Source: an optimization exercise on an open RTL-to-GDS flow (aim: small area and a short achievable clock period). Production flows keep margins and buffers that such runs may drop. Function was checked by simulation only, so behaviour that the tests miss may differ from the original. Power and IR drop assume default switching activity.

==> module frer_recov_dec, before the edit <==
module frer_recov_dec (
    input  wire [2:0]   in_stream,
    input  wire         in_tagged,
    input  wire [15:0]  in_seq,
    input  wire [7:0]   v_en,
    input  wire [7:0]   v_ta,
    input  wire [47:0]  v_hl_m1,
    input  wire [127:0] v_recov,
    input  wire [511:0] v_hist,
    output wire         d_pass,
    output wire [2:0]   d_why,
    output wire         s_take_any,
    output wire [5:0]   s_hl_m1,
    output wire [5:0]   dl,
    output wire [6:0]   s_lo,        
    output wire [63:0]  s_hist
);
    localparam [2:0] WHY_PASS     = 3'd0;
    localparam [2:0] WHY_OOO      = 3'd1;
    localparam [2:0] WHY_DUP      = 3'd2;
    localparam [2:0] WHY_ROGUE    = 3'd3;
    localparam [2:0] WHY_TAGLESS  = 3'd4;
    localparam [2:0] WHY_DISABLED = 3'd5;
    wire [9:0]  q_hi    = in_seq[15:6];
    wire [5:0]  q_lo    = in_seq[5:0];
    wire [9:0]  q_hi_m1 = q_hi - 10'd1;
    wire [9:0]  q_hi_p1 = q_hi + 10'd1;
    wire        s_en    = v_en[in_stream];
    assign      s_take_any = v_ta[in_stream];
    assign      s_hl_m1 = v_hl_m1[6*in_stream +: 6];
    wire [15:0] s_recov = v_recov[16*in_stream +: 16];
    assign      s_hist  = v_hist[64*in_stream +: 64];
    wire [9:0]  r_hi    = s_recov[15:6];
    wire [5:0]  r_lo    = s_recov[5:0];
    wire        e0 = (q_hi    == r_hi);      
    wire        e1 = (q_hi_m1 == r_hi);      
    wire        em = (q_hi_p1 == r_hi);      
    wire [6:0]  dl_full = {1'b0, q_lo} - {1'b0, r_lo};
    wire        borrow  = dl_full[6];
    assign      dl      = dl_full[5:0];
    wire        hi_zero = borrow ? e1 : e0;
    wire        hi_ones = borrow ? e0 : em;
    wire        dl_zero = (dl == 6'd0);
    wire        ahead   = hi_zero && !dl_zero && (dl <= s_hl_m1);
    wire        behind  = (hi_zero && dl_zero) ||
                          (hi_ones && !dl_zero && (~dl < s_hl_m1));
    assign      s_lo    = {1'b0, s_hl_m1} + 7'd1 - {1'b0, dl};
    integer s;
    reg [2:0] lo_i [0:7];
    reg [2:0] hi_i [0:7];
    reg [7:0] bw_i;
    always @(*)
        for (s = 0; s < 8; s = s + 1) begin
            lo_i[s] = v_recov[16*s +: 3] - q_lo[2:0];
            bw_i[s] = v_recov[16*s +: 3] < q_lo[2:0];
            hi_i[s] = v_recov[16*s+3 +: 3] - q_lo[5:3];
        end
    wire [2:0] lo_x = lo_i[in_stream];
    wire [2:0] hi_x = hi_i[in_stream];
    wire       bw_x = bw_i[in_stream];
    reg  [7:0] g;
    integer m;
    always @(*)
        for (m = 0; m < 8; m = m + 1)
            g[m] = s_hist[8*m + lo_x];
    wire [2:0] hi_m = hi_x - 3'd1;
    wire       dup  = bw_x ? g[hi_m] : g[hi_x];
    wire        pre_pass = s_en && in_tagged && (s_take_any || ahead);
    wire        pre_look = s_en && in_tagged && !s_take_any && !ahead && behind;
    reg  [2:0]  pre_why;
    always @(*) begin
        if (!s_en)
            pre_why = WHY_DISABLED;
        else if (!in_tagged)
            pre_why = WHY_TAGLESS;
        else if (s_take_any || ahead)
            pre_why = WHY_PASS;
        else
            pre_why = WHY_ROGUE;
    end
    assign d_pass = pre_look ? !dup : pre_pass;
    assign d_why  = pre_look ? (dup ? WHY_DUP : WHY_OOO) : pre_why;
endmodule
export LEC_CHECK = 0
export CAP_MARGIN = 35
export CORE_MARGIN = 2
export CORE_UTILIZATION = 30
export SLEW_MARGIN = 35
export SYNTH_HIERARCHICAL = 1
create_clock -name core_clock -period 60.0 [get_ports {clk}]
standard.sh (not shown) runs the stock make flow with config.mk's settings and CLKGATE_MAP_FILE= SYNTH_SCRIPT=/design/flow/synth_recipe.tcl, a recipe that flattens the netlist after the stock synthesis.
==> flow/flow/run.sh <==
#!/bin/bash
# Standard ORFS layout (the standard.sh, standard synthesis unchanged).
# Up to clock tree synthesis, the resizer's setup repair is asked to keep a
# large margin, so that it sizes the paths from the inputs instead of leaving
# minimum-size cells on them; routing and finishing then run as standard.
set -euo pipefail
bash standard.sh SETUP_SLACK_MARGIN=45.5 TNS_END_PERCENT=100 cts > make_cts.log 2>&1
bash standard.sh finish > make_finish.log 2>&1
The first run completed with no timing, DRC or antenna violations.
Then changed:
--- a/flow/design.v
+++ b/flow/design.v
@@ -300,26 +300,26 @@
     wire        behind  = (hi_zero && dl_zero) ||
                           (hi_ones && !dl_zero && (~dl < s_hl_m1));
     assign      s_lo    = {1'b0, s_hl_m1} + 7'd1 - {1'b0, dl};
+    reg [47:0] back_s;
     integer s;
-    reg [2:0] lo_i [0:7];
-    reg [2:0] hi_i [0:7];
-    reg [7:0] bw_i;
     always @(*)
-        for (s = 0; s < 8; s = s + 1) begin
-            lo_i[s] = v_recov[16*s +: 3] - q_lo[2:0];
-            bw_i[s] = v_recov[16*s +: 3] < q_lo[2:0];
-            hi_i[s] = v_recov[16*s+3 +: 3] - q_lo[5:3];
-        end
-    wire [2:0] lo_x = lo_i[in_stream];
-    wire [2:0] hi_x = hi_i[in_stream];
-    wire       bw_x = bw_i[in_stream];
-    reg  [7:0] g;
+        for (s = 0; s < 8; s = s + 1)
+            back_s[6*s +: 6] = v_recov[16*s +: 6] - q_lo;
+    wire [5:0]  back = back_s[6*in_stream +: 6];
+    reg [31:0] lv1;
+    reg [15:0] lv2;
+    reg [7:0]  lv3;
+    reg [3:0]  lv4;
+    reg [1:0]  lv5;
     integer m;
-    always @(*)
-        for (m = 0; m < 8; m = m + 1)
-            g[m] = s_hist[8*m + lo_x];
-    wire [2:0] hi_m = hi_x - 3'd1;
-    wire       dup  = bw_x ? g[hi_m] : g[hi_x];
+    always @(*) begin
+        for (m = 0; m < 32; m = m + 1) lv1[m] = back[0] ? s_hist[2*m+1] : s_hist[2*m];
+        for (m = 0; m < 16; m = m + 1) lv2[m] = back[1] ? lv1[2*m+1] : lv1[2*m];
+        for (m = 0; m < 8;  m = m + 1) lv3[m] = back[2] ? lv2[2*m+1] : lv2[2*m];
+        for (m = 0; m < 4;  m = m + 1) lv4[m] = back[3] ? lv3[2*m+1] : lv3[2*m];
+        for (m = 0; m < 2;  m = m + 1) lv5[m] = back[4] ? lv4[2*m+1] : lv4[2*m];
+    end
+    wire        dup  = back[5] ? lv5[1] : lv5[0];
     wire        pre_pass = s_en && in_tagged && (s_take_any || ahead);
     wire        pre_look = s_en && in_tagged && !s_take_any && !ahead && behind;
     reg  [2:0]  pre_why;
Result:
- The changed run finished clean
- sequential power hardly moves
- design area grows by about 1.4%
- clock-buffer cell count went up by 9
- power decreases by 5.1%
- via count hardly moves
- worst hold slack stays flat
- utilization increases by 0.18 points

==> separate check: timing with driven ports <==
No port has a modelled driver above. Below, the same layouts with a new extraction and two added sets of constraints. Step 1 sets driving cells, clkbuf_16 on the clock port and buf_2 on the other inputs (assumed; they add their load-dependent delay and slew). Step 2 also shifts input and output timing later by t, the mid clock arrival at the registers, as if the neighbouring blocks saw the same clock. Slacks: ideal / step 1 / step 2; pairs: ideal / step 1.
run	shift t [ns]	setup slack, ns	worst hold slack (ns)
the first run	1.058	44.691 / 44.665 / 43.607	0.475 / 0.475 / 0.475
the second run	1.067	44.786 / 44.635 / 43.567	0.475 / 0.475 / 0.475
After both steps every run listed still meets setup and hold. For the second run, which loses most, drivers alone change the setup slack by -0.151 ns; drivers and shift together by -1.219 ns.
